Background: an optimization exercise with open tools, aiming at small area, a short achievable clock period and few clock cycles per item. Do not read the settings as production practice. The RTL was checked by simulation tests, not by an equivalence proof against the original design.

Setup of 12-28:
Design g96_mixer, start of the top module:
module g96_mixer (
    input  wire         clk,
    input  wire         rst,           
    input  wire         in_valid,
    output wire         in_ready,
    input  wire [63:0]  in_key,
    input  wire [31:0]  in_stream,
    input  wire [7:0]   in_purpose,
    input  wire [63:0]  in_pos,
    input  wire         in_quick,
    output wire         out_valid,
    input  wire         out_ready,
    output wire [127:0] out_block
);
Size in the first run: about 2300 cells after synthesis, about 300 I/O pins, about 0.024 mm^2 of cells after synthesis.
export LEC_CHECK = 0
export CAP_MARGIN = 20
export CORE_MARGIN = 2
export CORE_UTILIZATION = 50
export CTS_BUF_LIST = sky130_fd_sc_hd__clkbuf_8
export CTS_CLUSTER_DIAMETER = 50
export CTS_CLUSTER_SIZE = 16
export SLEW_MARGIN = 20
create_clock -name core_clock -period 20.0 [get_ports {clk}]
standard.sh (not shown) runs the stock make flow with config.mk's settings and CLKGATE_MAP_FILE= SYNTH_SCRIPT=/design/flow/synth_recipe.tcl, a recipe that flattens the netlist after the stock synthesis.
==> flow/flow/run.sh <==
#!/bin/bash
# The standard layout, with three changes:
#  - the port buffers are the smallest buffer (buf_1) instead of the one
#    buffer_ports picks by default;
#  - timing repair is asked to leave setup slack to spare at the design's
#    clock (the clock and constraints are the design's own);
#  - after the standard synthesis, flow/polfix.py re-chooses the polarity of
#    the full adders to drop inverters (same logic, same registers), and the
#    layout is made from that netlist.
set -euo pipefail
export BUFFER_PORTS_ARGS="-buffer_cell sky130_fd_sc_hd__buf_1"
export SETUP_SLACK_MARGIN=12.9
R="$PWD/orfs/results/${FLOW_PLATFORM}/g96_mixer/base"
bash standard.sh "$R/1_2_yosys.v" > synth_make.log 2>&1
cp "$R/1_2_yosys.v" "$R/1_2_yosys.standard.v"
python3 flow/polfix.py "$R/1_2_yosys.standard.v" "$R/1_2_yosys.polfix.v" > polfix.log 2>&1
cp "$R/1_2_yosys.polfix.v" "$R/1_2_yosys.v"
bash standard.sh > standard_make.log 2>&1
Other scripts of this flow, unchanged in this note and not shown: flow/flow/polfix.py
Testbench counts of 12-28, summed over its fixed seeds: cycles 72,392, items 8,000.
Input-level comparison between 06-18 and 12-28:
-- flow/flow/run.sh --
<<< 12-28, line 12
export SETUP_SLACK_MARGIN=12.9
>>> 06-18, line 12
export SETUP_SLACK_MARGIN=12.2
Results
06-18 vs. 12-28: cell count went down by 89.
Of the two values seen for launch point of the worst path, a0[13]$_DFF_P_ was produced by 06-18 and a2[17]$_DFF_P_ by 12-28.
The initial antenna violation count of 06-18 falls short of that of 12-28 by 4.
Count of nets after finishing in 06-18 is 87 lower than in 12-28
Between 12-28 and 06-18, the difference in placed cell area is negligible.
06-18 against 12-28: fmax decreased by about 7% relative to the old numbers; design area went down by 7.2%.

* * *

g96_mixer, a different RTL version from the one above (not shown whole).
For scale: roughly 2300 cells after synthesis, roughly 260 flip-flops, about 300 I/O pins, about 23000 µm² of cells after synthesis.
Settings: LEC_CHECK=0, CAP_MARGIN=20, CORE_MARGIN=2, CORE_UTILIZATION=50, CTS_BUF_LIST=sky130_fd_sc_hd__clkbuf_4 sky130_fd_sc_hd__clkbuf_8, SLEW_MARGIN=20; clock period 20.0 ns.
==> flow/flow/run.sh <==
#!/bin/bash
# The standard layout, with the port buffers made of the smallest buffer
# (buf_1) instead of the one buffer_ports picks by default, and timing
# repair asked to leave setup slack to spare at the design's clock.
set -euo pipefail
export BUFFER_PORTS_ARGS="-buffer_cell sky130_fd_sc_hd__buf_1"
export SETUP_SLACK_MARGIN=12.5
bash standard.sh > standard_make.log 2>&1
Testbench counts at the start, summed over its fixed seeds: cycles 72,392, items 8,000.
Rerun with:
==> flow/run.sh (new file) <==
#!/bin/bash
# synth_recipe.tcl (not shown) runs the flow's synth.tcl, then flattens the netlist and writes it again
# the make line also repeats each setting of config.mk as NAME=value (left out here)
make -C /OpenROAD-flow-scripts/flow DESIGN_CONFIG=/design/flow/config.mk WORK_HOME=/design/flow/orfs CLKGATE_MAP_FILE= SYNTH_SCRIPT=/design/flow/synth_recipe.tcl finish
removed: flow/flow/run.sh
removed: flow/standard.sh
The new run went through all stages and came out clean.
Sequential share of layout area went up by 0.86 points.
Die area stays the same.
Critical path depth decreases by 1.
Setup slack is worse by 1.5 ns.

-- static timing again, ports no longer ideal --
Ports are ideal in the flow. The routed layouts listed here were re-timed in OpenROAD.
Step 1 assumes that a clkbuf_16 drives the clock port and a buf_2 every other input.
Step 2 moves the port delays by t, midway between the first and last clock arrival at a register: inputs arrive t later, outputs are due t later. That takes back most of the time a late clock gives input paths.
Three values: ideal, step 1, step 2; two values: the first two.
run	t, ns	slack for setup (ns)	worst data-port slew with drivers (ns)
12-28	0.679	12.925 / 12.925 / 12.300	0.06
06-18	0.657	12.379 / 12.379 / 11.916	0.05
the first run of note 2	0.686	11.939 / 11.939 / 11.939	0.06
the second run of note 2	0.686	10.395 / 10.395 / 10.395	0.09
After both steps every run listed still meets setup and hold. The setup slack of 12-28, which loses most, moves by 0.000 ns with the drivers and by -0.625 ns with both steps.
